Background: an optimization exercise with open tools, aiming at small area. Do not read the settings as production practice.
Function was checked by simulation only, so behaviour that the tests miss may differ from the original.
Power figures rest on the tool's default switching activity, not on a simulated workload.

## flow/design.v

```verilog
module qe_fa (
    input  wire a,
    input  wire b,
    input  wire c,
    output wire s,
    output wire co
);
    assign s  = a ^ b ^ c;
    assign co = (a & b) | (c & (a | b));
endmodule
module qe_unit (
    input  wire        clk,
    input  wire        rst_n,         
    input  wire        qa,
    input  wire        qb,
    input  wire        qz,
    input  wire        tick_ms,
    input  wire        confirm,
    input  wire [4:0]  confirm_pair,
    input  wire        wr_en,
    input  wire [4:0]  wr_addr,
    input  wire [31:0] wr_data,
    input  wire [4:0]  rd_addr,
    output reg  [31:0] rd_data,
    output wire [7:0]  win_h,
    output reg         ev_uncertain,
    output reg         ev_referenced,
    output reg         ev_refused
);
    localparam [2:0] C_NONE = 3'd0, C_NOREF = 3'd1, C_ILLEGAL = 3'd2,
                     C_OVERSPEED = 3'd3, C_MISMATCH = 3'd4, C_RANGE = 3'd5,
                     C_DISABLED = 3'd6;
    wire rst = !rst_n;
    genvar i, r, w;
    reg               cfg_dir;
    reg  [1:0]        cfg_ref_mode;
    reg               cfg_zgate;
    reg  [3:0]        cfg_flt;
    reg  [4:0]        cfg_ref_pair;
    reg  [7:0]        cfg_still_t;
    reg               cfg_en;
    reg  [31:0]       ref_pos;
    reg  [7:0]        still_band;
    reg  [7:0]        ztol;
    reg  [31:0]       win_start [0:7];
    reg  [31:0]       win_ctl   [0:7];
    reg  [31:0]       pos;
    reg  [31:0]       zpos;
    reg  [8:0]        delta;         
    reg               illegal_flag;
    reg               still;
    reg  [7:0]        still_cnt;
    reg               ref_armed;
    reg  [13:0]       arm_cnt;
    reg  [2:0]        cause;
    reg               rf_set;        
    reg               rf_lsb;        
    reg               wr_ign;
    reg  [15:0]       illegal_cnt;
    reg  [15:0]       refs;
    reg  [6:0]        age_a, age_b;     
    reg               fresh;
    wire referenced = (cause == C_NONE);
    reg  [2:0] flt_q;             
    reg  [3:0] flt_cnt [0:2];
    wire [2:0] flt_in = {qz, qb, qa};
    wire [2:0] flt_n;             
    generate
        for (i = 0; i < 3; i = i + 1) begin : g_flt
            wire [3:0] cnt  = flt_cnt[i];
            wire       diff = flt_in[i] ^ flt_q[i];
            wire       c_ge = (cnt[3] & ~cfg_flt[3]) | (~(cnt[3] ^ cfg_flt[3]) &
                              ((cnt[2] & ~cfg_flt[2]) | (~(cnt[2] ^ cfg_flt[2]) &
                              ((cnt[1] & ~cfg_flt[1]) | (~(cnt[1] ^ cfg_flt[1]) &
                              (cnt[0] | ~cfg_flt[0]))))));
            wire [3:0] cnt_inc = {cnt[3] ^ (cnt[2] & cnt[1] & cnt[0]),
                                  cnt[2] ^ (cnt[1] & cnt[0]),
                                  cnt[1] ^ cnt[0],
                                  ~cnt[0]};
            assign flt_n[i] = flt_q[i] ^ (diff & c_ge);
            always @(posedge clk) begin
                if (rst) begin
                    flt_q[i]   <= 1'b0;
                    flt_cnt[i] <= 4'd0;
                end else begin
                    flt_q[i]   <= flt_n[i];
                    flt_cnt[i] <= (diff & ~c_ge) ? cnt_inc : 4'd0;
                end
            end
        end
    endgenerate
    wire fa = flt_q[0], fb = flt_q[1], fz = flt_q[2];
    wire fa_n = flt_n[0], fb_n = flt_n[1], fz_n = flt_n[2];
    wire [31:0] wd      = wr_data & {32{rst_n}};
    wire        wr_cfg  = wr_en && wr_addr == 5'h00;
    wire        wr_open = wr_en && !cfg_en;
    wire        ld_cfg  = rst | (wr_open && wr_addr == 5'h00);
    wire        ld_ref  = rst | (wr_open && wr_addr == 5'h01);
    wire        ld_tol  = rst | (wr_open && wr_addr == 5'h02);
    wire        wr_win  = wr_en && (wr_addr[4] ^ wr_addr[3]);    
    wire        wr_guard = wr_en && (wr_addr == 5'h01 || wr_addr == 5'h02) || wr_win;
    wire        en_next = wr_cfg ? wr_data[31] : cfg_en;
    wire        enabling  = !cfg_en && en_next;
    wire        disabling = cfg_en && !en_next;
    always @(posedge clk) begin
        if (ld_cfg) begin
            cfg_dir      <= wd[0];
            cfg_ref_mode <= wd[2:1];
            cfg_zgate    <= wd[3];
            cfg_flt      <= wd[7:4];
            cfg_ref_pair <= wd[12:8];
            cfg_still_t  <= wd[23:16];
        end
        if (rst | wr_cfg)
            cfg_en <= wd[31];
        if (ld_ref)
            ref_pos <= wd;
        if (ld_tol) begin
            still_band <= wd[7:0];
            ztol       <= wd[15:8];
        end
        if (rst)
            wr_ign <= 1'b0;
        else if (cfg_en) begin
            if (disabling)
                wr_ign <= 1'b0;
            else if (wr_guard)
                wr_ign <= 1'b1;
        end
    end
    generate
        for (i = 0; i < 8; i = i + 1) begin : g_wcfg
            wire ld_s = rst | (wr_open && wr_addr == 5'h08 + 2 * i);
            wire ld_c = rst | (wr_open && wr_addr == 5'h09 + 2 * i);
            always @(posedge clk) begin
                if (ld_s)
                    win_start[i] <= wd;
                if (ld_c)
                    win_ctl[i] <= wd;
            end
        end
    endgenerate
    wire d_a     = fa_n ^ fa;
    wire d_b     = fb_n ^ fb;
    wire illegal = d_a & d_b;
    wire stepped = d_a ^ d_b;
    wire up_raw  = d_a ? (fa_n ^ fb) : !(fb_n ^ fa);
    wire up      = up_raw ^ cfg_dir;
    wire [32:0] pf1, pf0;
    assign pf1[0] = 1'b1;
    assign pf0[0] = 1'b1;
    generate
        for (i = 0; i < 32; i = i + 1) begin : g_pf
            assign pf1[i+1] = pf1[i] & pos[i];
            assign pf0[i+1] = pf0[i] & ~pos[i];
        end
    endgenerate
    wire at_max = pf1[31] & ~pos[31];                        
    wire at_min = pos[31] & (&(~pos[30:1]));                  
    wire range_err = stepped & (up ? at_max : at_min);
    wire do_step   = cfg_en & stepped & !range_err;    
    localparam [6:0] AGE_80 = 7'd18;
    wire age_a_lt  = age_a != AGE_80;                        
    wire age_b_lt  = age_b != AGE_80;
    wire [6:0] age_a_inc = {age_a[5:0], ~(age_a[6] ^ age_a[5])};
    wire [6:0] age_b_inc = {age_b[5:0], ~(age_b[6] ^ age_b[5])};
    wire overspeed = (d_a & age_a_lt) | (d_b & age_b_lt);
    wire [31:0] tgl  = up ? pf1[31:0] : pf0[31:0];
    wire [31:0] pos1 = pos ^ (tgl & {32{do_step}});
    wire [9:0] dlt  = {delta[8], delta};
    wire [9:0] dn;                                            
    wire [10:0] dc;
    assign dn[0] = ~dlt[0];
    assign dc[1] = dlt[0];
    generate
        for (i = 1; i < 10; i = i + 1) begin : g_dn
            qe_fa u_d (.a(dlt[i]), .b(~up), .c(dc[i]), .s(dn[i]), .co(dc[i+1]));
        end
    endgenerate
    wire [9:0] dm = dn ^ {10{dn[9]}};
    wire [9:0] nb = ~{2'b00, still_band};
    wire [10:0] bc;
    assign bc[0] = dn[9];
    generate
        for (i = 0; i < 10; i = i + 1) begin : g_bc
            assign bc[i+1] = (dm[i] & nb[i]) | (bc[i] & (dm[i] | nb[i]));
        end
    endgenerate
    wire anchor_reset = do_step & bc[10];
    wire still1 = still & !anchor_reset;
    wire unc1   = illegal | (stepped & (range_err | overspeed));
    wire [2:0] cause1 = illegal ? C_ILLEGAL : range_err ? C_RANGE : C_OVERSPEED;
    wire ref1   = referenced & !unc1;
    wire mode1 = cfg_ref_mode == 2'd1;
    wire mode2 = cfg_ref_mode == 2'd2;
    wire mode3 = cfg_ref_mode == 2'd3;
    wire index_ev = fz_n && !fz && (!cfg_zgate || (fa_n && fb_n)) && !illegal && cfg_ref_mode[0];
    wire ref_idx  = index_ev & ((mode1 & !ref1) | (mode3 & ref_armed));
    wire chk      = index_ev & !ref_idx & ref1;
    wire [31:0] npos = ~pos;
    wire [11:0] r_elo [0:8];
    wire [12:0] r_eh  [0:8];
    wire [8:0]  r_c12, r_ehz, r_eho, r_neg, r_hi0, r_hi1;
    generate
        for (r = 0; r < 9; r = r + 1) begin : g_rel
            wire [31:0] x;
            if (r < 8) begin : g_xw
                assign x = win_start[r];
            end else begin : g_xr
                assign x = ref_pos;
            end
            wire [11:0] e_lo;
            wire [12:0] c;
            assign e_lo[0] = ~(x[0] ^ npos[0]);
            assign c[1]    = x[0] | npos[0];
            for (i = 1; i < 12; i = i + 1) begin : g_lo
                qe_fa u_fa (.a(x[i]), .b(npos[i]), .c(c[i]), .s(e_lo[i]), .co(c[i+1]));
            end
            wire [12:0] eh;
            wire [13:0] ch;
            assign eh[0] = x[12] ^ npos[12];
            assign ch[1] = x[12] & npos[12];
            for (i = 1; i < 13; i = i + 1) begin : g_hi
                qe_fa u_fa (.a(x[12+i]), .b(npos[12+i]), .c(ch[i]), .s(eh[i]), .co(ch[i+1]));
            end
            wire eh_z = ~|eh;
            wire eh_o = &eh;
            wire c25  = ch[13] | (c[12] & eh_o);
            wire [7:0] xa = {x[31], x[31:25]};
            wire [7:0] na = {npos[31], npos[31:25]};
            wire [7:0] d;
            wire [8:0] cd;
            assign d[0]  = xa[0] ^ na[0];
            assign cd[1] = xa[0] & na[0];
            for (i = 1; i < 8; i = i + 1) begin : g_d
                qe_fa u_fa (.a(xa[i]), .b(na[i]), .c(cd[i]), .s(d[i]), .co(cd[i+1]));
            end
            wire d_ones7 = &d[6:0];
            wire d_zero  = ~|d;
            wire d_ones  = d_ones7 & d[7];
            wire d_fe    = (&d[7:1]) & ~d[0];
            assign r_elo[r] = e_lo;
            assign r_eh[r]  = eh;
            assign r_c12[r] = c[12];
            assign r_ehz[r] = eh_z;
            assign r_eho[r] = eh_o;
            assign r_neg[r] = d[7] ^ (c25 & d_ones7);
            assign r_hi0[r] = c25 ? d_ones : d_zero;
            assign r_hi1[r] = c25 ? d_fe : d_ones;
        end
    endgenerate
    wire [11:0] y_lo = r_elo[8];
    wire [12:0] yh   = r_eh[8];
    wire        y_c12 = r_c12[8];
    wire y_z12 = y_c12 ? r_eho[8] : r_ehz[8];
    wire y_o12 = y_c12 ? ((&yh[12:1]) & ~yh[0]) : r_eho[8];
    wire near = (r_hi0[8] & y_z12 & ~|y_lo[11:9]) | (r_hi1[8] & y_o12 & &y_lo[11:9]);
    wire [10:0] y11 = {y_lo[9], y_lo[9:0]};
    wire [10:0] ymz, ypz;
    wire [11:0] cm, cp;
    assign ymz[0] = y11[0] ^ ztol[0];
    assign cm[1]  = y11[0] | ~ztol[0];
    assign ypz[0] = y11[0] ^ ztol[0];
    assign cp[1]  = y11[0] & ztol[0];
    generate
        for (i = 1; i < 8; i = i + 1) begin : g_z
            qe_fa u_m (.a(y11[i]), .b(~ztol[i]), .c(cm[i]), .s(ymz[i]), .co(cm[i+1]));
            qe_fa u_p (.a(y11[i]), .b(ztol[i]),  .c(cp[i]), .s(ypz[i]), .co(cp[i+1]));
        end
        for (i = 8; i < 11; i = i + 1) begin : g_zh
            assign ymz[i]  = ~(y11[i] ^ cm[i]);
            assign cm[i+1] = y11[i] | cm[i];
            assign ypz[i]  = y11[i] ^ cp[i];
            assign cp[i+1] = y11[i] & cp[i];
        end
    endgenerate
    wire ymz_z1 = ~|ymz[10:1];
    wire ypz_1s = &ypz;
    wire ypz_nz = |ypz;
    wire tol_m = !do_step ? (ymz[10] | (ymz_z1 & ~ymz[0])) :
                 up       ? (ymz[10] | ymz_z1) : ymz[10];
    wire tol_p = !do_step ? ~ypz[10] :
                 up       ? (~ypz[10] & ypz_nz) : (~ypz[10] | ypz_1s);
    wire in_tol = near & tol_m & tol_p;
    wire chk_ok  = chk & in_tol;
    wire chk_bad = chk & !in_tol;
    wire confirm_ev = confirm && confirm_pair == cfg_ref_pair;
    wire ref_cfm    = mode2 & confirm_ev & still1;
    wire ref_any    = ref_idx | ref_cfm;
    wire arm_cfm    = mode3 & confirm_ev;
    wire s_armed    = arm_cfm | (ref_armed & !ref_idx);
    wire to_ref     = ref_any | chk_ok;
    wire refuse_en  = cfg_en & mode2 & confirm_ev & !still1;
    wire refuse_dis = !cfg_en & cfg_ref_mode[1] & confirm_ev;
    wire [16:0] ic, rc;
    assign ic[0] = 1'b1;
    assign rc[0] = 1'b1;
    generate
        for (i = 0; i < 16; i = i + 1) begin : g_cnt
            assign ic[i+1] = ic[i] & illegal_cnt[i];
            assign rc[i+1] = rc[i] & refs[i];
        end
    endgenerate
    wire [15:0] ill_inc  = illegal_cnt ^ (ic[15:0] & {16{illegal & !ic[16]}});
    wire [15:0] refs_inc = refs ^ (rc[15:0] & {16{ref_any & !rc[16]}});
    wire        st_inc = tick_ms & !(&still_cnt);
    wire [8:0]  sc;
    assign sc[0] = st_inc;
    wire [7:0]  st_next;
    generate
        for (i = 0; i < 8; i = i + 1) begin : g_st
            assign st_next[i] = still_cnt[i] ^ sc[i];
            assign sc[i+1]    = still_cnt[i] & sc[i];
        end
    endgenerate
    wire [8:0] sg;
    assign sg[0] = 1'b1;
    generate
        for (i = 0; i < 8; i = i + 1) begin : g_sg
            assign sg[i+1] = (st_next[i] & ~cfg_still_t[i]) | (sg[i] & (st_next[i] | ~cfg_still_t[i]));
        end
    endgenerate
    wire st_ge = sg[8];
    localparam [13:0] ARM_END = 14'd8629;
    wire        arm_end = arm_cnt == ARM_END;
    wire [13:0] arm_inc = {arm_cnt[12:0], ~(arm_cnt[13] ^ arm_cnt[12] ^ arm_cnt[11] ^ arm_cnt[1])};
    wire [8:0] delta_next = (to_ref | anchor_reset) ? 9'd0 : do_step ? dn[8:0] : delta;
    wire [2:0] s_cause = ref_any ? C_NONE : chk_bad ? C_MISMATCH : unc1 ? cause1 : cause;
    always @(posedge clk) begin
        if (rst | enabling) begin
            pos   <= 32'd0;
            delta <= 9'd0;
        end else begin
            pos   <= (cfg_en & to_ref) ? ref_pos : pos1;
            delta <= (cfg_en & to_ref) ? 9'd0 : delta_next;
        end
    end
    always @(posedge clk) begin
        if (rst) begin
            zpos          <= 32'd0;
            illegal_flag  <= 1'b0;
            rf_set        <= 1'b0;
            rf_lsb        <= 1'b0;
            illegal_cnt   <= 16'd0;
            refs          <= 16'd0;
            age_a         <= AGE_80;
            age_b         <= AGE_80;
            ev_refused    <= 1'b0;
        end else begin
            age_a <= d_a ? 7'd0 : (age_a_lt ? age_a_inc : age_a);
            age_b <= d_b ? 7'd0 : (age_b_lt ? age_b_inc : age_b);
            ev_refused <= refuse_en | refuse_dis;
            if (refuse_en | refuse_dis) begin
                rf_set <= 1'b1;
                rf_lsb <= refuse_dis;
            end
            if (cfg_en) begin
                if (chk)
                    zpos <= pos1;
                illegal_flag  <= !ref_any & (illegal | illegal_flag);
                refs          <= refs_inc;
                illegal_cnt   <= ill_inc;
            end
        end
    end
    wire run = rst_n & cfg_en & !disabling;       
    always @(posedge clk) begin
        still         <= run & !anchor_reset & st_ge;
        still_cnt     <= (run & !anchor_reset) ? st_next : 8'd0;
        ref_armed     <= run & (arm_cfm | (s_armed & !(tick_ms & arm_end)));
        if (!run | arm_cfm)
            arm_cnt <= 14'd0;
        else if (s_armed & tick_ms)
            arm_cnt <= arm_end ? 14'd0 : arm_inc;
        else if (!s_armed)
            arm_cnt <= 14'd0;
        cause         <= rst ? C_DISABLED : enabling ? C_NOREF : run ? s_cause : C_DISABLED;
        fresh         <= run & ref_any;
        ev_uncertain  <= rst_n & (enabling | disabling | (run & (unc1 | chk_bad)));
        ev_referenced <= rst_n & cfg_en & ref_any;
    end
    reg  [7:0] win;
    assign win_h = win;
    generate
        for (w = 0; w < 8; w = w + 1) begin : g_win
            wire [23:0] width = win_ctl[w][23:0];
            wire [6:0]  h     = (win[w] & ~fresh) ? win_ctl[w][30:24] : 7'd0;
            wire [11:0] e_lo  = r_elo[w];
            wire [12:0] eh    = r_eh[w];
            wire        c12   = r_c12[w];
            wire        neg   = r_neg[w];
            wire [7:0] cl;
            assign cl[0] = 1'b1;
            for (i = 0; i < 7; i = i + 1) begin : g_cl
                assign cl[i+1] = (h[i] & ~e_lo[i]) | (cl[i] & (h[i] | ~e_lo[i]));
            end
            wire e_z7 = ~|e_lo[11:7] & (c12 ? r_eho[w] : r_ehz[w]);    
            wire cond_lo = neg | (r_hi0[w] & e_z7 & cl[7]);
            wire [11:0] f_lo;
            wire [12:0] cf;
            assign f_lo[0] = e_lo[0] ^ width[0];
            assign cf[1]   = e_lo[0] & width[0];
            for (i = 1; i < 12; i = i + 1) begin : g_f
                qe_fa u_fa (.a(e_lo[i]), .b(width[i]), .c(cf[i]), .s(f_lo[i]), .co(cf[i+1]));
            end
            wire [12:0] fh;
            wire [13:0] cg;
            assign fh[0] = eh[0] ^ width[12];
            assign cg[1] = eh[0] & width[12];
            for (i = 1; i < 12; i = i + 1) begin : g_fh
                qe_fa u_fa (.a(eh[i]), .b(width[12+i]), .c(cg[i]), .s(fh[i]), .co(cg[i+1]));
            end
            assign fh[12] = eh[12] ^ cg[12];
            assign cg[13] = eh[12] & cg[12];
            wire k1    = c12 ^ cf[12];
            wire k2    = c12 & cf[12];
            wire fh_o  = &fh;
            wire fh_fe = (&fh[12:1]) & ~fh[0];
            wire fh_fd = (&fh[12:2]) & ~fh[1] & fh[0];
            wire wrap  = c12 & r_eho[w];
            wire f_ovf = ~wrap & (cg[13] | (k1 & fh_o) | (k2 & (fh_o | fh_fe)));
            wire f_o12 = ~wrap & ((~k1 & ~k2 & fh_o) | (k1 & fh_fe) | (k2 & fh_fd));
            wire [7:0] cu;
            assign cu[0] = 1'b0;
            for (i = 0; i < 7; i = i + 1) begin : g_cu
                assign cu[i+1] = (f_lo[i] & h[i]) | (cu[i] & (f_lo[i] | h[i]));
            end
            wire cond_hi = ~neg | (r_hi1[w] & (f_ovf | (f_o12 & &f_lo[11:7] & cu[7])));
            always @(posedge clk) begin
                if (rst)
                    win[w] <= 1'b0;
                else
                    win[w] <= referenced & (still | ~win_ctl[w][31]) & cond_lo & cond_hi;
            end
        end
    endgenerate
    wire [7:0] last_refusal = {1'b0, rf_set, rf_set, 2'b00, rf_set, 1'b0, rf_lsb};
    wire [4:0] rd_sel = rst ? 5'h1F : rd_addr;
    reg [31:0] rd_mux;
    always @* begin
        rd_mux = 32'd0;
        case (rd_sel)
            5'h00: rd_mux = {cfg_en, 7'd0, cfg_still_t, 3'd0, cfg_ref_pair,
                             cfg_flt, cfg_zgate, cfg_ref_mode, cfg_dir};
            5'h01: rd_mux = ref_pos;
            5'h02: rd_mux = {16'd0, ztol, still_band};
            5'h03: rd_mux = {8'd0, last_refusal, 5'd0, cause, 2'd0, ref_armed, wr_ign,
                             still, illegal_flag, !referenced, referenced};
            5'h04: rd_mux = pos;
            5'h05: rd_mux = zpos;
            5'h06: rd_mux = {refs, illegal_cnt};
            5'h07: rd_mux = {13'd0, fa, fb, fz, win_h, 8'd0};
            5'h08: rd_mux = win_start[0];
            5'h09: rd_mux = win_ctl[0];
            5'h0A: rd_mux = win_start[1];
            5'h0B: rd_mux = win_ctl[1];
            5'h0C: rd_mux = win_start[2];
            5'h0D: rd_mux = win_ctl[2];
            5'h0E: rd_mux = win_start[3];
            5'h0F: rd_mux = win_ctl[3];
            5'h10: rd_mux = win_start[4];
            5'h11: rd_mux = win_ctl[4];
            5'h12: rd_mux = win_start[5];
            5'h13: rd_mux = win_ctl[5];
            5'h14: rd_mux = win_start[6];
            5'h15: rd_mux = win_ctl[6];
            5'h16: rd_mux = win_start[7];
            5'h17: rd_mux = win_ctl[7];
            default: rd_mux = 32'd0;
        endcase
    end
    always @(posedge clk)
        rd_data <= rd_mux;
endmodule
```

## flow/flow/run.sh

```bash
#!/bin/bash
# Layout flow: the standard layout (standard.sh, which runs the standard
# synthesis unchanged), with two changes to how the layout is made:
#  - the port buffers are the smallest buffer cell (buffer_ports -buffer_cell);
#  - the clock tree is built without dummy loads.
# make's full output goes to standard.log here; ORFS keeps each step's log
# under orfs/logs/.
set -euo pipefail
export BUFFER_PORTS_ARGS="-buffer_cell sky130_fd_sc_hd__buf_1"
export CTS_ARGS="-sink_clustering_enable -repair_clock_nets -sink_clustering_size 22 -sink_clustering_max_diameter 80 -buf_list sky130_fd_sc_hd__clkbuf_16 -dont_use_dummy_load"
if ! bash standard.sh > standard.log 2>&1; then
    tail -n 40 standard.log
    exit 1
fi
tail -n 5 standard.log
```

## flow/standard.sh

```bash
#!/bin/bash
# synth_recipe.tcl (not shown) runs the flow's synth.tcl, then flattens the netlist and writes it again
# the make line also repeats each setting of config.mk as NAME=value (left out here)
make -C /OpenROAD-flow-scripts/flow DESIGN_CONFIG=/design/flow/config.mk WORK_HOME=/design/flow/orfs CLKGATE_MAP_FILE= SYNTH_SCRIPT=/design/flow/synth_recipe.tcl "${@:-finish}"
```

## flow/config.mk

```make
export PLATFORM = sky130hd
export DESIGN_NAME = qe_unit
export DESIGN_NICKNAME = qe_unit
export VERILOG_FILES = /design/flow/design.v
export SDC_FILE = /design/flow/constraint.sdc
export NUM_CORES = 4
export LEC_CHECK = 0
export CAP_MARGIN = 10
export CORE_MARGIN = 2
export CORE_UTILIZATION = 40
export CTS_BUF_LIST = sky130_fd_sc_hd__clkbuf_16
export CTS_CLUSTER_DIAMETER = 80
export CTS_CLUSTER_SIZE = 22
export SLEW_MARGIN = 10
```

## flow/constraint.sdc

```tcl
create_clock -name core_clock -period 10.0 [get_ports {clk}]
set_input_delay 2.0000 -clock core_clock [delete_from_list [all_inputs] [get_ports {clk}]]
set_output_delay 2.0000 -clock core_clock [all_outputs]
set_load 0.01 [all_outputs]
```

==> reports/results.tsv, run 1 <==
stage	metric	value	unit
outcome	status	finished clean	
drt	drc	0	
timing	final.setup.tns	0	ns
synthesis	synth_fp_nets	4372	
hold_path	worstHoldStart	age_b[1]$_SDFFE_PN1P_	
synthesis	postSynth.asyncResetShare	0	%
floorplan	core_area	114500	µm²
cts	path_clk_slew	0.09	ns
drt	drt_wl_total	203.0	mm
synthesis	synthMuxAreaShare	0.4031	%
cts	cts_buffers	50	
cts	cts_root_buf	clkbuf_16	
hold_path	min_to	age_b[2]$_SDFFE_PP0N_	
grt	first_global_vias	35186	
worst_setup_path	start_kind	flip-flop	
synthesis	ys_warn_count	4	
drt	via_count	36173	
worst_setup_path	timing.rr.end	pos[16]$_SDFF_PP0_	
worst_setup_path	rrSetupSlack	0.75	ns
worst_setup_path	cp.required	10.60	ns
timing	fin_ws	0.7493	ns
cts	cts_setup_buffers	0	
drt	drtIter0Drc	5720	
drt	wl_met1	72.13	mm
synthesis	post_synth_xor_area_fraction	1.772	%
layout	post-route-util	43.91	%
layout	mostFrequentLayoutCell	edfxtp_1	
floorplan	rows	124	
worst_setup_path	slowest_delay	0.91	ns
synthesis	synth_top_family_by_area	adder cells	
timing	fin_crit_sh	92.51	%
drt	ant_nets	0	
synthesis	syn_area	46250	µm²
cts	cts_buffer_depth	3	
grt	grt_max_degree	43	
cts	cts_sinks	791	
grt	grt_antenna_before_repair	12	
drt	dr.pass1.iters	8	
synthesis	synth_fa_ha_area_share	23.19	%
timing	rsz0062_at_grt	no	
layout	syn2layout_area_growth	8.700	%
drt	wl_met2	85.59	mm
synthesis	synth-simple-area-share	11.82	%
drt	top_layer	met5	
worst_setup_path	arrival	9.85	ns
placed_design	dp_hpwl	146.6	mm
timing	hold_violations	0	
synthesis	synth_flop_cell	edfxtp_1	
hold_path	hold_class	reg -> reg	
hold_path	whs_path_depth	1	
synthesis	syn_area_per_cell	12.30	µm²
placed_design	place.gp.congestion	1.029	
cts	cts_resized	0	
drt	post_drt_wl_per_cell	37.78	µm
synthesis	synth_cell_types	105	
worst_setup_path	reg2reg_depth	28	
worst_setup_path	criticalPathCategory	reg -> reg	
floorplan	die_area	118400	µm²
run	maxCapViolCount	0	
cts	clk_latency	0.71	ns
floorplan	die_h	344.0	µm
cts	cts_tree	built	
timing	finClkSkew	0.1093	ns
power	p_leak	17.48	nW
placed_design	io_buffers	97	
power	powerDensity	155.7	nW/µm²
timing	fmax	0.1081	GHz
floorplan	num_io_pins	98	
layout	instances_no_fill	5372	
synthesis	synth_enable_flop_cells	582	
drt	viasPerCell	6.734	
timing	period_needed	9.251	ns
timing	report.final.slew_viol_count	0	
worst_setup_path	cpMostUsedCell	fa_1	
floorplan	start_util	40.39	%
timing	worstMarginPinSlew	1.285	ns
timing	relSlewSlack	14.21	%
placed_design	place_ws	0.9025	ns
synthesis	ys_ff_latch	791	
layout	final_cell_mix	edfxtp_1, fa_1, inv_1	
layout	final_nets	4470	
grt	grtUsageTotal	34.07	%
drt	met3WireLength	29.00	mm
worst_setup_path	worst-path-max-fanout	32	
synthesis	synth_cells	3759	
synthesis	yosysSeqAreaShare	46.83	%
power	finalPower	7.829	mW
floorplan	die_w	344.0	µm
grt	grt_pass1_wl	277.3	mm
worst_setup_path	critical_path.slowest_cell	o211a_2	
cts	htreeDepth	2	
synthesis	synth_compound_area_share	12.41	%
layout	drive_gt1_share	6.226	%
placed_design	dpl.cell_count	5316	
worst_setup_path	crit_path_end_kind	flip-flop	
power	vdd_drop_max	0.1721	mV
grt	grt_remaining_overflow	0	
timing	setup_viol	0	
cts	cts_hold_buf	0	
worst_setup_path	r2r-start	pos[12]$_SDFF_PP0_	
-- power breakdown --
group | internal (mW) | leakage [nW] | switching (mW) | total, mW
clock | 0.885 | 0.616 | 1.15 | 2.04
sequential | 3.71 | 7.70 | 0.201 | 3.92
combinational | 0.682 | 9.16 | 1.19 | 1.88
total | 5.28 | 17.5 | 2.55 | 7.83
-- cell type report --
| type | count | area (µm²) |
|---|---|---|
| Antenna cell | 5 | 12.51 |
| Multi-Input combinational cell | 2540 | 23350 |
| Fill cell | 10651 | 64230 |
| Clock buffer | 50 | 1251 |
| Tap cell | 1512 | 1892 |
| Sequential cell | 791 | 21660 |
| Inverter | 292 | 1097 |
| Timing Repair Buffer | 182 | 1013 |
-- worst max-delay path: cells and delay by family (launching register included) --
family / cells / cell delay (ns)
fa+ha+maj: 13 / 4.91
compound gates: 5 / 2.18
simple gates: 6 / 1.23
flops: 1 / 0.38
buf+inv: 3 / 0.32
mux: 1 / 0.09
-- per-stage QoR --
stage          hold slack, ns  cell area (µm²)
5_1_grt                0.4499            50260
2_1_floorplan          0.4105            46250
4_1_cts                0.4308            50250
6_report               0.4243            50270
3_5_place_dp           0.4311            49000
3_3_place_gp           0.4364            49000
-- routing by layer --
| layer | track usage [%] | vias up |
|---|---|---|
| met5 | 0 | - |
| met4 | 21.22 | 10 |
| met3 | 11.39 | 782 |
| met2 | 50.10 | 3116 |
| met1 | 43.36 | 18112 |
| li1 | - | 14153 |
-- worst max-delay path by stage --
stage / from / to / slack [ns] / depth (start not counted)
global placement: pos[12]$_SDFF_PP0_ / pos[16]$_SDFF_PP0_ / 1.18 / 28
finish: pos[12]$_SDFF_PP0_ / pos[16]$_SDFF_PP0_ / 0.75 / 28
detailed placement: pos[12]$_SDFF_PP0_ / pos[16]$_SDFF_PP0_ / 0.90 / 28
global route: pos[12]$_SDFF_PP0_ / pos[27]$_SDFF_PP0_ / 0.37 / 28
floorplan: pos[1]$_SDFF_PP0_ / pos[10]$_SDFF_PP0_ / 1.94 / 26
CTS: pos[12]$_SDFF_PP0_ / pos[16]$_SDFF_PP0_ / 0.85 / 28
-- state kept, by name, indices dropped and copies added, names as in the netlist, 14 cells and up --
signal       flops
arm_cnt         14
illegal_cnt     16
pos             32
rd_data         32
ref_pos         32
refs            16
win_ctl        256
win_start      256
zpos            32
-- synth_stat cells (all sizes together), types with 10 or more instances --
library cell,count,share of area (%)
a222oi,16,0.35
nand2,131,1.1
a31oi,22,0.31
o22ai,14,0.20
or4,31,0.51
nand2b,23,0.33
nand4b,24,0.45
nor2,261,2.1
a21o,13,0.21
inv,291,2.4
dfxtp,209,9.0
o21a,11,0.18
nor2b,20,0.27
fa,451,20
o31ai,10,0.20
a211oi,13,0.22
or2,11,0.15
nand4,116,1.6
xor2,22,0.42
nand3,83,0.91
clkbuf,109,0.88
maj3,36,0.78
a22o,54,1.0
edfxtp,582,38
and3,22,0.30
ha,107,2.9
mux2i,13,0.28
o21ai,108,1.2
buf,27,0.31
a22oi,237,3.8
a21oi,155,1.8
xnor2,63,1.2
or3,25,0.34
nor4,63,0.85
nor3,151,1.6
and2,47,0.64
nor4b,10,0.19
a221oi,57,1.1
-- logic make-up after synthesis --
logic type,count (synthesis)
xor+xnor,88
buf+inv,428
flops,791
compound gates,795
simple gates,1045
mux,18
fa+ha+maj,594
==> run 2: changes to the inputs <==
--- a/flow/flow/run.sh
+++ b/flow/flow/run.sh
@@ -7,7 +7,7 @@
 # under orfs/logs/.
 set -euo pipefail
 export BUFFER_PORTS_ARGS="-buffer_cell sky130_fd_sc_hd__buf_1"
-export CTS_ARGS="-sink_clustering_enable -repair_clock_nets -sink_clustering_size 22 -sink_clustering_max_diameter 80 -buf_list sky130_fd_sc_hd__clkbuf_16 -dont_use_dummy_load"
+export CTS_ARGS="-sink_clustering_enable -repair_clock_nets -sink_clustering_size 27 -sink_clustering_max_diameter 90 -buf_list sky130_fd_sc_hd__clkbuf_16 -dont_use_dummy_load"
 if ! bash standard.sh > standard.log 2>&1; then
     tail -n 40 standard.log
     exit 1
--- a/flow/config.mk
+++ b/flow/config.mk
@@ -9,6 +9,6 @@
 export CORE_MARGIN = 2
 export CORE_UTILIZATION = 40
 export CTS_BUF_LIST = sky130_fd_sc_hd__clkbuf_16
-export CTS_CLUSTER_DIAMETER = 80
-export CTS_CLUSTER_SIZE = 22
+export CTS_CLUSTER_DIAMETER = 90
+export CTS_CLUSTER_SIZE = 27
 export SLEW_MARGIN = 10
==> reports/results.tsv, run 2 <==
stage	metric	value	unit
timing	finClkSkew	0.06887	ns
synthesis	yosysTopAreaCellShare	37.79	%
cts	cts_sinks	791	
layout	final_nets	4462	
grt	grt_antenna_before_repair	13	
layout	syn2layout_area_growth	8.273	%
cts	cts_buffers	42	
timing	relSlewSlack	18.26	%
worst_setup_path	rrSetupSlack	0.74	ns
cts	cts_tree	built	
cts	cts_hold_buf	0	
timing	fin_ws	0.7355	ns
worst_setup_path	criticalPathCategory	reg -> reg	
cts	clk_latency	0.70	ns
timing	rsz0062_at_grt	no	
placed_design	io_buffers	97	
layout	drive_gt1_share	6.031	%
synthesis	synth_flop_cell	edfxtp_1	
drt	via_count	35944	
floorplan	die_h	344.0	µm
cts	cts_root_buf	clkbuf_16	
worst_setup_path	worst-path-max-fanout	32	
synthesis	synth_fp_nets	4372	
cts	cts_buffer_depth	3	
synthesis	synth_area_leader_cell	edfxtp_1	
worst_setup_path	slowest_delay	0.92	ns
synthesis	postSynth.asyncResetShare	0	%
hold_path	min_to	age_a[5]$_SDFFE_PP0N_	
drt	drt_wl_total	202.9	mm
hold_path	whs_path_depth	2	
drt	drtIter0Drc	5702	
layout	stdcell_area	50080	µm²
floorplan	die_area	118400	µm²
drt	ant_nets	0	
worst_setup_path	r2r-start	pos[12]$_SDFF_PP0_	
placed_design	place_ws	0.9025	ns
timing	setup_viol	0	
worst_setup_path	cpMostUsedCell	fa_1	
cts	path_clk_slew	0.09	ns
floorplan	num_io_pins	98	
synthesis	yosysSeqAreaShare	46.83	%
floorplan	core_area	114500	µm²
worst_setup_path	cp_top_family	adder cells	
placed_design	dpl_cell_area	49000	µm²
timing	worstMarginPinSlew	1.226	ns
grt	grt_remaining_overflow	0	
layout	n_fill_cell	10669	
timing	final.setup.tns	0	ns
drt	drc	0	
worst_setup_path	cp.required	10.60	ns
hold_path	hold_class	reg -> reg	
run	maxCapViolCount	0	
worst_setup_path	critical_path.slowest_cell	o211a_2	
worst_setup_path	start_kind	flip-flop	
grt	grt_pass1_wl	277.6	mm
synthesis	synth_cell_types	105	
synthesis	synth_most_common_cell	edfxtp_1	
floorplan	die_w	344.0	µm
grt	grt_max_degree	43	
synthesis	synth_area_leaders	edfxtp_1, fa_1, dfxtp_1, a22oi_1, ha_1	
cts	cts_resized	0	
worst_setup_path	crit_path_end_kind	flip-flop	
floorplan	rows	124	
power	finalPower	7.675	mW
timing	fmax	0.1079	GHz
floorplan	start_util	40.39	%
synthesis	synth_cells	3759	
drt	viasPerCell	6.700	
layout	largest_registers	win_ctl (256), win_start (256)	
timing	report.final.slew_viol_count	0	
synthesis	syn_area_per_cell	12.30	µm²
synthesis	synth_enable_flop_cells	582	
grt	grtUsageTotal	34.13	%
power	powerDensity	153.3	nW/µm²
power	p_leak	17.38	nW
grt	first_global_vias	35101	
timing	hold_violations	0	
synthesis	ys_warn_count	4	
worst_setup_path	reg2reg_depth	28	
power	vdd_drop_max	0.1117	mV
drt	post_drt_wl_per_cell	37.83	µm
synthesis	syn_area	46250	µm²
worst_setup_path	critPathBufInv	3	
cts	htreeDepth	2	
worst_setup_path	timing.rr.end	pos[16]$_SDFF_PP0_	
outcome	status	finished clean	
hold_path	worstHoldStart	age_a[4]$_SDFFE_PN1P_	
cts	cts_setup_buffers	0	
timing	fin_crit_sh	92.65	%
layout	mostFrequentLayoutCell	edfxtp_1	
placed_design	dp_hpwl	146.6	mm
drt	dr.pass1.iters	7	
timing	period_needed	9.265	ns
worst_setup_path	arrival	9.86	ns
placed_design	place.gp.congestion	1.029	
synthesis	synthTopCellsByCount	edfxtp_1, fa_1, inv_1, nor2_1, a22oi_1	
synthesis	ys_ff_latch	791	
layout	final_cell_mix	edfxtp_1, fa_1, inv_1	
## run 2: stage by stage
stage | instances | utilization [%] | hold slack, ns
after floorplan | 3759 | - | 0.4105
after CTS | 5358 | 43.71 | 0.4402
final | 5365 | 43.74 | 0.4291
after global placement | 5316 | 42.79 | 0.4364
after detailed placement | 5316 | 42.79 | 0.4311
after global routing | 5359 | 43.72 | 0.4602
## run 2: worst max path at each step
stage	from	to	slack, ns	depth (start not counted)
2_1_floorplan	pos[1]$_SDFF_PP0_	pos[10]$_SDFF_PP0_	1.94	26
3_3_place_gp	pos[12]$_SDFF_PP0_	pos[16]$_SDFF_PP0_	1.18	28
3_5_place_dp	pos[12]$_SDFF_PP0_	pos[16]$_SDFF_PP0_	0.90	28
4_1_cts	pos[12]$_SDFF_PP0_	pos[16]$_SDFF_PP0_	0.85	28
5_1_grt	pos[12]$_SDFF_PP0_	pos[16]$_SDFF_PP0_	0.38	28
6_report	pos[12]$_SDFF_PP0_	pos[16]$_SDFF_PP0_	0.74	28
## run 2: worst register-to-register path: cells and delay by family, from the launching register on
family,cells,cell delay [ns]
muxes,1,0.09
DFF,1,0.38
buffers and inverters,3,0.33
AOI/OAI and AO/OA,5,2.18
adders and majority gates,13,4.93
and+or+nand+nor,6,1.25
## run 2: kinds of logic (layout without fill, tap and decap cells)
logic type                 Yosys count  after routing  synth area share [%]
and+or+nand+nor                   1045           1045                 11.82
AOI/OAI and AO/OA                  795            795                 12.41
DFF                                791            791                 46.83
adders and majority gates          594            594                 23.19
buffers and inverters              428            516                 3.563
xor gates and xnor gates            88             88                 1.772
muxes                               18             18                0.4031
other                                0              6                     0
## run 2: area by class of cell
cell class	instances	area [µm²]	area share, %
clock buffers	42	1051	2.099
inverters	292	1097	2.191
diodes	6	15.01	0.02998
multi-input cells	2540	23350	46.62
flip-flops and latches	791	21660	43.26
repair buffers	182	1013	2.024
well taps	1512	1892	3.778
## run 2: per-layer routing
metal	share of wire [%]	vias to the layer above	global-route usage (%)
li1	-	14122	-
met1	36	17996	43.93
met2	42	3044	49.89
met3	14	770	10.64
met4	8.2	12	21.91
met5	0.041	-	0
## run 2: where the power goes
part / switching (mW) / internal (mW)
clock network: 1.13 / 0.753
logic: 1.20 / 0.682
registers: 0.201 / 3.71
==> run 3: changes to the inputs <==
--- a/flow/design.v
+++ b/flow/design.v
@@ -146,16 +146,15 @@
     wire stepped = d_a ^ d_b;
     wire up_raw  = d_a ? (fa_n ^ fb) : !(fb_n ^ fa);
     wire up      = up_raw ^ cfg_dir;
-    wire [32:0] pf1, pf0;
-    assign pf1[0] = 1'b1;
-    assign pf0[0] = 1'b1;
+    wire [31:0] px = pos ^ {32{~up}};
+    wire [32:0] pf;
+    assign pf[0] = 1'b1;
     generate
         for (i = 0; i < 32; i = i + 1) begin : g_pf
-            assign pf1[i+1] = pf1[i] & pos[i];
-            assign pf0[i+1] = pf0[i] & ~pos[i];
+            assign pf[i+1] = pf[i] & px[i];
         end
     endgenerate
-    wire at_max = pf1[31] & ~pos[31];                        
+    wire at_max = (&pos[30:0]) & ~pos[31];                   
     wire at_min = pos[31] & (&(~pos[30:1]));                  
     wire range_err = stepped & (up ? at_max : at_min);
     wire do_step   = cfg_en & stepped & !range_err;    
@@ -165,8 +164,7 @@
     wire [6:0] age_a_inc = {age_a[5:0], ~(age_a[6] ^ age_a[5])};
     wire [6:0] age_b_inc = {age_b[5:0], ~(age_b[6] ^ age_b[5])};
     wire overspeed = (d_a & age_a_lt) | (d_b & age_b_lt);
-    wire [31:0] tgl  = up ? pf1[31:0] : pf0[31:0];
-    wire [31:0] pos1 = pos ^ (tgl & {32{do_step}});
+    wire [31:0] pos1 = pos ^ (pf[31:0] & {32{do_step}});
     wire [9:0] dlt  = {delta[8], delta};
     wire [9:0] dn;                                            
     wire [10:0] dc;
--- a/flow/config.mk
+++ b/flow/config.mk
@@ -5,10 +5,10 @@
 export SDC_FILE = /design/flow/constraint.sdc
 export NUM_CORES = 4
 export LEC_CHECK = 0
-export CAP_MARGIN = 10
+export CAP_MARGIN = 5
 export CORE_MARGIN = 2
 export CORE_UTILIZATION = 40
 export CTS_BUF_LIST = sky130_fd_sc_hd__clkbuf_16
 export CTS_CLUSTER_DIAMETER = 90
 export CTS_CLUSTER_SIZE = 27
-export SLEW_MARGIN = 10
+export SLEW_MARGIN = 5
==> reports/results.tsv, run 3 <==
stage	metric	value	unit
cts	cts_setup_buffers	0	
synthesis	synth_fp_nets	4319	
timing	relSlewSlack	10.36	%
layout	final_nets	4415	
cts	cts_tree	built	
floorplan	start_util	40.41	%
layout	drive_gt1_share	5.842	%
worst_setup_path	cpMostUsedCell	fa_1	
worst_setup_path	critical_path.slowest_cell	dfxtp_1	
timing	setup_viol	0	
layout	syn2layout_area_growth	8.332	%
layout	largest_registers	win_ctl (256), win_start (256)	
cts	cts_root_buf	clkbuf_16	
power	powerDensity	144.3	nW/µm²
layout	final_cell_mix	edfxtp_1, fa_1, inv_1	
timing	fin_crit_sh	91.30	%
timing	finClkSkew	0.09480	ns
power	vdd_drop_max	0.1138	mV
layout	post-route-util	43.77	%
cts	cts_hold_buf	0	
outcome	status	finished clean	
power	p_sw	2.231	mW
synthesis	synth_area_leader_cell	edfxtp_1	
cts	cts_resized	0	
floorplan	num_io_pins	98	
drt	drt_wl_total	197.7	mm
timing	fmax	0.1095	GHz
timing	holdWs	0.3996	ns
floorplan	die_h	344.1	µm
timing	fin_ws	0.8699	ns
timing	rsz0062_at_grt	no	
hold_path	hold_class	reg -> reg	
layout	mostFrequentLayoutCell	edfxtp_1	
power	p_leak	17.67	nW
grt	grtUsageTotal	33.25	%
run	maxCapViolCount	0	
power	internal_power	5.002	mW
synthesis	yosysSeqAreaShare	46.82	%
placed_design	io_buffers	97	
floorplan	core_area	114500	µm²
synthesis	ys_warn_count	4	
worst_setup_path	worst-path-max-fanout	32	
grt	first_global_vias	34103	
timing	worstMarginPinSlew	1.341	ns
layout	multi_input_area	23430	µm²
cts	clk_latency	0.71	ns
synthesis	synthTopCellsByCount	edfxtp_1, fa_1, nor2_1, inv_1, a22oi_1	
synthesis	syn_area	46270	µm²
placed_design	dpl.cell_count	5268	
worst_setup_path	cp_num_cells	30	
floorplan	die_w	344.1	µm
worst_setup_path	cp_top_family	adder cells	
timing	report.final.slew_viol_count	0	
drt	via_count	35154	
synthesis	synth_area_leaders	edfxtp_1, fa_1, dfxtp_1, a22oi_1, ha_1	
worst_setup_path	reg2reg_depth	30	
worst_setup_path	cp.required	10.50	ns
worst_setup_path	criticalPathCategory	reg -> reg	
timing	final.setup.tns	0	ns
power	swShare	30.85	%
grt	grt_max_degree	47	
synthesis	synth_cells	3706	
drt	drc	0	
worst_setup_path	critPathBufInv	4	
synthesis	yosysTopAreaCellShare	37.77	%
placed_design	place_ws	0.9576	ns
layout	ff_latch_area	21660	µm²
grt	grt_pass1_wl	271.7	mm
worst_setup_path	slowest_delay	0.47	ns
layout	instances_no_fill	5315	
cts	htreeDepth	2	
drt	dr.pass1.iters	8	
cts	path_clk_slew	0.12	ns
synthesis	synth_flop_cell	edfxtp_1	
synthesis	syn_area_per_cell	12.48	µm²
floorplan	rows	124	
synthesis	ys_ff_latch	791	
cts	cts_buffer_depth	3	
synthesis	synth_cell_types	94	
placed_design	place.gp.congestion	1.018	
timing	period_needed	9.130	ns
worst_setup_path	crit_path_end_kind	flip-flop	
timing	hold_violations	0	
drt	viasPerCell	6.614	
synthesis	postSynth.asyncResetShare	0	%
drt	post_drt_wl_per_cell	37.19	µm
drt	ant_nets	0	
grt	grt_antenna_before_repair	12	
floorplan	die_area	118400	µm²
synthesis	synth_enable_flop_cells	582	
synthesis	synth_most_common_cell	edfxtp_1	
worst_setup_path	start_kind	flip-flop	
cts	cts_buffers	44	
cts	cts_sinks	791	
power	p_seq_share	54.0	%
layout	n_fill_cell	10597	
power	power_frac_comb	19.7	%
grt	grt_remaining_overflow	0	
drt	drtIter0Drc	5918	
hold_path	whs_path_depth	1	
placed_design	dp_hpwl	144.1	mm
power	clockPowerShare	26.3	%
worst_setup_path	arrival	9.63	ns
-- run 3: cell count changes in the layout (fill, tap and decap cells not counted), sizes merged, moves of 12 or more --
| cell | change |
|---|---|
| nor3 | -96 |
| mux2i | +74 |
| a21oi | -33 |
| inv | -16 |
| nor4 | +16 |
| o21ai | -16 |
| nor2 | +14 |
| or3 | -12 |
-- run 3: power by group through the flow --
stage	registers, mW	clock network (mW)	logic, mW
finish	3.90	1.91	1.42
global route	3.92	2.01	1.53
CTS	3.90	1.92	1.38
detailed placement	3.97	0	1.37
global placement	3.97	0	1.36
floorplan	3.89	0	0.856
-- run 3: worst register-to-register path, delay by kind of cell (launching register included) --
| kind | cells | cell delay, ns |
|---|---|---|
| AO/OA/AOI/OAI | 4 | 0.73 |
| AND/OR/NAND/NOR | 8 | 1.81 |
| adder cells (fa/ha/maj) | 12 | 4.81 |
| buffers and inverters | 4 | 0.73 |
| multiplexers | 2 | 0.43 |
| flip-flops | 1 | 0.47 |
-- run 3: final cells by class --
class,instances,share of cell area (%)
antenna,3,0.01498
sequential,791,43.22
tap,1512,3.774
timing repair buffer,180,1.977
inverter,276,2.069
multi-input combinational,2509,46.75
clock buffer,44,2.197
-- run 3: cell families after synthesis --
kind of cell	after synthesis	synth area share (%)
AO/OA/AOI/OAI	738	11.57
XOR/XNOR	90	1.720
adder cells (fa/ha/maj)	591	23.12
buffers and inverters	406	3.372
flip-flops	791	46.82
multiplexers	97	2.126
AND/OR/NAND/NOR	993	11.27
-- run 3: routing by layer --
layer  GRT usage, %  vias up  share of wire, %
met4          19.22       20               7.3
li1               -    13908                 -
met1          43.80    17659                36
met2          47.93     2887                42
met5              0        -             0.064
met3          11.02      680                14
-- run 3: final timing paths --
check,from,to,slack (ns)
min reg2reg,win_ctl[5][31]$_DFFE_PP_,win[5]$_SDFF_PN0_,0.40
min,win_ctl[5][31]$_DFFE_PP_,win[5]$_SDFF_PN0_,0.40
max,pos[13]$_SDFF_PP0_,pos[6]$_SDFF_PP0_,0.87
max reg2reg,pos[13]$_SDFF_PP0_,pos[6]$_SDFF_PP0_,0.87
-- run 3: through the flow --
step                      power (mW)  cell area (µm²)
final                          7.233            50120
after CTS                      7.196            50110
after floorplan                4.744            46270
after detailed placement       5.342            49010
after global placement         5.331            49010
after global routing           7.452            50110
==> run 4: changes to the inputs <==
--- a/flow/config.mk
+++ b/flow/config.mk
@@ -5,10 +5,10 @@
 export SDC_FILE = /design/flow/constraint.sdc
 export NUM_CORES = 4
 export LEC_CHECK = 0
-export CAP_MARGIN = 5
+export CAP_MARGIN = 10
 export CORE_MARGIN = 2
 export CORE_UTILIZATION = 40
 export CTS_BUF_LIST = sky130_fd_sc_hd__clkbuf_16
 export CTS_CLUSTER_DIAMETER = 90
 export CTS_CLUSTER_SIZE = 27
-export SLEW_MARGIN = 5
+export SLEW_MARGIN = 10
==> reports/results.tsv, run 4 <==
stage	metric	value	unit
cts	path_clk_slew	0.12	ns
synthesis	yosysTopAreaCellShare	37.77	%
timing	worstMarginPinSlew	1.341	ns
floorplan	die_w	344.1	µm
synthesis	synth_area_leader_cell	edfxtp_1	
worst_setup_path	crit_path_end_kind	flip-flop	
cts	htreeDepth	2	
layout	multi_input_area	23430	µm²
worst_setup_path	slowest_delay	0.47	ns
cts	cts_root_buf	clkbuf_16	
timing	finClkSkew	0.09480	ns
grt	grt_pass1_wl	271.7	mm
cts	cts_hold_buf	0	
synthesis	ys_ff_latch	791	
floorplan	rows	124	
grt	gr-usage-met1	43.80	%
cts	cts_setup_buffers	0	
timing	report.final.slew_viol_count	0	
synthesis	synth_enable_flop_cells	582	
drt	dr.pass1.iters	8	
layout	drive_gt1_share	5.842	%
timing	rsz0062_at_grt	no	
worst_setup_path	cp.required	10.50	ns
synthesis	syn_area	46270	µm²
timing	relSlewSlack	10.36	%
timing	hold_violations	0	
outcome	status	finished clean	
synthesis	synth_most_common_cell	edfxtp_1	
power	p_sw	2.231	mW
synthesis	synth_fp_nets	4319	
grt	grtUsageTotal	33.25	%
synthesis	postSynth.asyncResetShare	0	%
layout	n_fill_cell	10597	
power	swShare	30.85	%
placed_design	place.gp.congestion	1.018	
worst_setup_path	timing.rr.end	pos[6]$_SDFF_PP0_	
layout	ff_latch_area	21660	µm²
synthesis	yosysSeqAreaShare	46.82	%
layout	largest_registers	win_ctl (256), win_start (256)	
cts	cts_tree	built	
worst_setup_path	cp_top_family	adder cells	
power	internal_power	5.002	mW
grt	grtUsageMet3	11.02	%
floorplan	num_io_pins	98	
cts	cts_buffer_depth	3	
placed_design	io_buffers	97	
worst_setup_path	criticalPathCategory	reg -> reg	
synthesis	synth_area_leaders	edfxtp_1, fa_1, dfxtp_1, a22oi_1, ha_1	
worst_setup_path	startpoint	pos[13]$_SDFF_PP0_	
power	p_seq_share	54.0	%
drt	ant_nets	0	
timing	period_needed	9.130	ns
synthesis	synthTopCellsByCount	edfxtp_1, fa_1, nor2_1, inv_1, a22oi_1	
floorplan	die_area	118400	µm²
timing	fin_crit_sh	91.30	%
grt	first_global_vias	34103	
synthesis	ys_warn_count	4	
layout	instances_no_fill	5315	
power	clockPowerShare	26.3	%
cts	cts_buffers	44	
synthesis	syn_area_per_cell	12.48	µm²
synthesis	synth_cells	3706	
worst_setup_path	r2r-start	pos[13]$_SDFF_PP0_	
grt	use_met2	47.93	%
drt	drt_wl_total	197.7	mm
grt	grt_remaining_overflow	0	
synthesis	synth_flop_cell	edfxtp_1	
power	vdd_drop_max	0.1138	mV
worst_setup_path	cpMostUsedCell	fa_1	
worst_setup_path	rrSetupSlack	0.87	ns
worst_setup_path	critPathBufInv	4	
cts	cts_resized	0	
power	powerDensity	144.3	nW/µm²
placed_design	dp_hpwl	144.1	mm
timing	setup_viol	0	
cts	cts_sinks	791	
floorplan	die_h	344.1	µm
floorplan	core_area	114500	µm²
power	finalPower	7.233	mW
timing	final.setup.tns	0	ns
cts	clk_latency	0.71	ns
grt	grt_max_degree	47	
worst_setup_path	arrival	9.63	ns
drt	drc	0	
grt	busiest_layer	met2	
worst_setup_path	start_kind	flip-flop	
layout	syn2layout_area_growth	8.332	%
hold_path	hold_class	reg -> reg	
timing	fmax	0.1095	GHz
layout	mostFrequentLayoutCell	edfxtp_1	
worst_setup_path	cp_num_cells	30	
drt	post_drt_wl_per_cell	37.19	µm
placed_design	dpl.cell_count	5268	
run	maxCapViolCount	0	
layout	final_nets	4415	
drt	viasPerCell	6.614	
worst_setup_path	reg2reg_depth	30	
worst_setup_path	critical_path.slowest_cell	dfxtp_1	
worst_setup_path	worst-path-max-fanout	32	
grt	grt_antenna_before_repair	12	
layout	final_cell_mix	edfxtp_1, fa_1, inv_1	
synthesis	synth_cell_types	94	
drt	drtIter0Drc	5918	
power	p_leak	17.67	nW
power	power_frac_comb	19.7	%
worst_setup_path	crit_end	pos[6]$_SDFF_PP0_	
drt	via_count	35154	
floorplan	start_util	40.41	%
[run 4: cell families after synthesis]
| family | share of synthesized area, % |
|---|---|
| AND/OR/NAND/NOR | 11.27 |
| flip-flops | 46.82 |
| AO/OA/AOI/OAI | 11.57 |
| adder cells (fa/ha/maj) | 23.12 |
| buffers and inverters | 3.372 |
| multiplexers | 2.126 |
| XOR/XNOR | 1.720 |
[run 4: per-layer routing]
layer / share of wire [%] / wire length [µm]
met5: 0.064 / 126
met2: 42 / 82400
met1: 36 / 72020
met3: 14 / 28640
met4: 7.3 / 14470
[run 4: stage by stage]
step	utilization (%)	cell area [µm²]	hold slack, ns	worst slack, ns
floorplan	-	46270	0.4105	1.801
global placement	42.81	49010	0.4323	1.176
detailed placement	42.81	49010	0.4342	0.9576
CTS	43.77	50110	0.4009	0.9523
global route	43.77	50110	0.4137	0.5087
finish	43.77	50120	0.3996	0.8699
[run 4: worst reg2reg max path: cells and delay by family (launching register included)]
kind,cells,cell delay (ns)
flip-flops,1,0.47
buffers and inverters,4,0.73
multiplexers,2,0.43
AO/OA/AOI/OAI,4,0.73
AND/OR/NAND/NOR,8,1.81
adder cells (fa/ha/maj),12,4.81
[run 4: area by class of cell]
class	instances	share of cell area, %
diodes	3	0.01498
clock buffers	44	2.197
inverters	276	2.069
multi-input cells	2509	46.75
flip-flops and latches	791	43.22
well taps	1512	3.774
repair buffers	180	1.977
[run 4: worst min path at each step]
stage / to / slack (ns) / from / cells past startpoint
2_1_floorplan: age_a[5]$_SDFFE_PP0N_ / 0.41 / age_a[4]$_SDFFE_PN1P_ / 2
3_3_place_gp: age_a[5]$_SDFFE_PP0N_ / 0.43 / age_a[4]$_SDFFE_PN1P_ / 2
3_5_place_dp: age_a[5]$_SDFFE_PP0N_ / 0.43 / age_a[4]$_SDFFE_PN1P_ / 2
4_1_cts: win[5]$_SDFF_PN0_ / 0.40 / win_ctl[5][31]$_DFFE_PP_ / 1
5_1_grt: win[5]$_SDFF_PN0_ / 0.41 / win_ctl[5][31]$_DFFE_PP_ / 1
6_report: win[5]$_SDFF_PN0_ / 0.40 / win_ctl[5][31]$_DFFE_PP_ / 1
[run 4: power groups by stage]
stage	sequential, mW	clock [mW]	combinational (mW)
after floorplan	3.89	0	0.856
after global placement	3.97	0	1.36
after detailed placement	3.97	0	1.37
after CTS	3.90	1.92	1.38
after global routing	3.92	2.01	1.53
final	3.90	1.91	1.42
==> run 5: changes to the inputs <==
--- a/flow/config.mk
+++ b/flow/config.mk
@@ -11,4 +11,5 @@
 export CTS_BUF_LIST = sky130_fd_sc_hd__clkbuf_16
 export CTS_CLUSTER_DIAMETER = 90
 export CTS_CLUSTER_SIZE = 27
+export PLACE_DENSITY = 0.8
 export SLEW_MARGIN = 10
==> reports/results.tsv, run 5 <==
stage	metric	value	unit
timing	hold_violations	0	
worst_setup_path	startpoint	pos[13]$_SDFF_PP0_	
grt	grtUsageTotal	32.29	%
layout	syn2layout_area_growth	7.978	%
layout	largest_registers	win_ctl (256), win_start (256)	
floorplan	core_area	114500	µm²
floorplan	die_w	344.1	µm
floorplan	rows	124	
timing	setup_viol	0	
synthesis	synth_area_leader_cell	edfxtp_1	
placed_design	dpl_cell_area	48910	µm²
worst_setup_path	crit_path_end_kind	flip-flop	
synthesis	postSynth.asyncResetShare	0	%
cts	cts_sinks	791	
drt	ant_nets	0	
timing	final.setup.tns	0	ns
timing	fin_crit_sh	96.37	%
synthesis	synthTopCellsByCount	edfxtp_1, fa_1, nor2_1, inv_1, a22oi_1	
worst_setup_path	worst-path-max-fanout	22	
drt	drtIter0Drc	6348	
placed_design	dp_hpwl	139.7	mm
timing	fmax	0.1038	GHz
worst_setup_path	critical_path.slowest_cell	fa_1	
grt	grt_max_degree	48	
drt	viasPerCell	6.796	
synthesis	synth_cells	3706	
floorplan	die_area	118400	µm²
layout	drive_gt1_share	5.420	%
worst_setup_path	reg2reg_depth	29	
drt	post_drt_wl_per_cell	36.24	µm
cts	cts_tree	built	
grt	grt_pass1_wl	266.9	mm
cts	cts_setup_buffers	0	
synthesis	syn_area	46270	µm²
worst_setup_path	cp_top_family	adder cells	
worst_setup_path	slowest_delay	0.52	ns
timing	rsz0062_at_grt	no	
power	powerDensity	143.7	nW/µm²
worst_setup_path	cpMostUsedCell	fa_1	
worst_setup_path	r2r-start	pos[13]$_SDFF_PP0_	
drt	drc	0	
cts	clk_latency	0.67	ns
synthesis	ys_warn_count	4	
timing	period_needed	9.637	ns
timing	fin_ws	0.3626	ns
worst_setup_path	critPathBufInv	3	
cts	cts_buffers	41	
worst_setup_path	timing.rr.end	pos[21]$_SDFF_PP0_	
run	maxCapViolCount	0	
cts	cts_buffer_depth	3	
cts	cts_hold_buf	0	
cts	cts_root_buf	clkbuf_16	
cts	cts_resized	0	
placed_design	place_ws	0.7559	ns
grt	grt_antenna_before_repair	8	
hold_path	hold_class	reg -> reg	
placed_design	place.gp.congestion	1.092	
synthesis	syn_area_per_cell	12.48	µm²
layout	stdcell_area	49960	µm²
outcome	status	finished clean	
worst_setup_path	rrSetupSlack	0.36	ns
power	p_leak	17.56	nW
timing	worstMarginPinSlew	1.392	ns
drt	via_count	36023	
drt	dr.pass1.iters	8	
grt	first_global_vias	35140	
worst_setup_path	cp_num_cells	29	
synthesis	synth_flop_cell	edfxtp_1	
worst_setup_path	criticalPathCategory	reg -> reg	
synthesis	yosysSeqAreaShare	46.82	%
synthesis	ys_ff_latch	791	
synthesis	yosysTopAreaCellShare	37.77	%
drt	drt_wl_total	192.1	mm
placed_design	io_buffers	97	
synthesis	synth_area_leaders	edfxtp_1, fa_1, dfxtp_1, a22oi_1, ha_1	
synthesis	synth_cell_types	94	
power	vdd_drop_max	0.1249	mV
power	finalPower	7.178	mW
cts	htreeDepth	2	
layout	post-route-util	43.63	%
worst_setup_path	start_kind	flip-flop	
layout	final_cell_mix	edfxtp_1, fa_1, inv_1	
synthesis	synth_most_common_cell	edfxtp_1	
timing	relSlewSlack	6.345	%
timing	report.final.slew_viol_count	0	
worst_setup_path	cp.required	10.44	ns
worst_setup_path	crit_end	pos[21]$_SDFF_PP0_	
cts	path_clk_slew	0.11	ns
worst_setup_path	arrival	10.07	ns
floorplan	start_util	40.41	%
floorplan	die_h	344.1	µm
synthesis	synth_enable_flop_cells	582	
floorplan	num_io_pins	98	
synthesis	synth_fp_nets	4319	
timing	finClkSkew	0.1025	ns
grt	grt_remaining_overflow	0	
layout	mostFrequentLayoutCell	edfxtp_1	
layout	final_nets	4397	
==> run 5: kinds of logic (layout without fill, tap and decap cells) <==
group / after synthesis / count (layout) / synth area share [%]
buffers and inverters: 406 / 482 / 3.372
and+or+nand+nor: 993 / 993 / 11.27
muxes: 97 / 97 / 2.126
xor gates and xnor gates: 90 / 90 / 1.720
AOI/OAI and AO/OA: 738 / 738 / 11.57
adders and majority gates: 591 / 591 / 23.12
DFF: 791 / 791 / 46.82
other: 0 / 7 / 0
==> run 5: final cells by class <==
type | count | area [µm²]
Antenna cell | 7 | 17.52
Clock buffer | 41 | 1026
Tap cell | 1512 | 1892
Multi-Input combinational cell | 2509 | 23440
Fill cell | 10455 | 64540
Timing Repair Buffer | 165 | 890.9
Sequential cell | 791 | 21660
Inverter | 276 | 1036
==> run 5: per-stage QoR <==
stage	std cells	hold WS, ns
after floorplan	3706	0.4105
after global placement	5253	0.4310
after detailed placement	5253	0.4328
after CTS	5294	0.4116
after global routing	5294	0.4260
final	5301	0.4194
==> run 5: worst min path at each step <==
stage,startpoint,to,cells after the start
CTS,win_ctl[3][31]$_DFFE_PP_,win[3]$_SDFF_PN0_,1
detailed placement,age_a[4]$_SDFFE_PN1P_,age_a[5]$_SDFFE_PP0N_,2
finish,win_ctl[3][31]$_DFFE_PP_,win[3]$_SDFF_PN0_,1
floorplan,age_a[4]$_SDFFE_PN1P_,age_a[5]$_SDFFE_PP0N_,2
global route,win_ctl[3][31]$_DFFE_PP_,win[3]$_SDFF_PN0_,1
global placement,age_b[1]$_SDFFE_PN1P_,age_b[2]$_SDFFE_PP0N_,1
==> run 5: power breakdown <==
part           total [mW]  switching (mW)  internal, mW
registers            3.90           0.188          3.71
logic                1.44           0.930         0.513
clock network        1.84            1.10         0.735
==> run 5: per-layer routing <==
layer | global-route usage (%) | vias to the layer above | share of wire, %
met3 | 13.44 | 888 | 17
met2 | 45.67 | 3473 | 41
li1 | - | 13908 | -
met1 | 39.85 | 17740 | 33
met4 | 22.80 | 14 | 9.0
met5 | 0 | - | 0.043
==> run 5: worst register-to-register path, delay by kind of cell (launching register included) <==
| kind | cells | cell delay [ns] |
|---|---|---|
| muxes | 2 | 0.35 |
| DFF | 1 | 0.46 |
| and+or+nand+nor | 8 | 1.96 |
| AOI/OAI and AO/OA | 4 | 1.05 |
| buffers and inverters | 3 | 0.67 |
| adders and majority gates | 12 | 4.96 |

[port drivers added, routing unchanged]
How much do the figures lean on ideal ports? The routed layouts below were timed once more, with nothing changed but the port constraints.
Step 1, drivers: a clkbuf_16 drives clk and a buf_2 each remaining input, both assumed.
Step 2 also shifts input and output timing later by t, the mid clock arrival at the registers, as if the neighbouring blocks saw the same clock.
Three values: ideal, step 1, step 2; two values: the first two.
run | t (ns) | setup slack, ns | hold slack, ns | worst setup path after step 2
run 1 | 0.725 | 0.749 / 0.749 / 0.749 | 0.424 / 0.424 / 0.424 | register to register
run 2 | 0.738 | 0.735 / 0.735 / 0.735 | 0.429 / 0.429 / 0.429 | register to register
run 3 | 0.732 | 0.870 / 0.870 / 0.870 | 0.400 / 0.400 / 0.400 | register to register
run 4 | 0.732 | 0.870 / 0.870 / 0.870 | 0.400 / 0.400 / 0.400 | register to register
run 5 | 0.700 | 0.363 / 0.363 / 0.363 | 0.419 / 0.419 / 0.419 | register to register
After both steps every run listed still meets setup and hold.
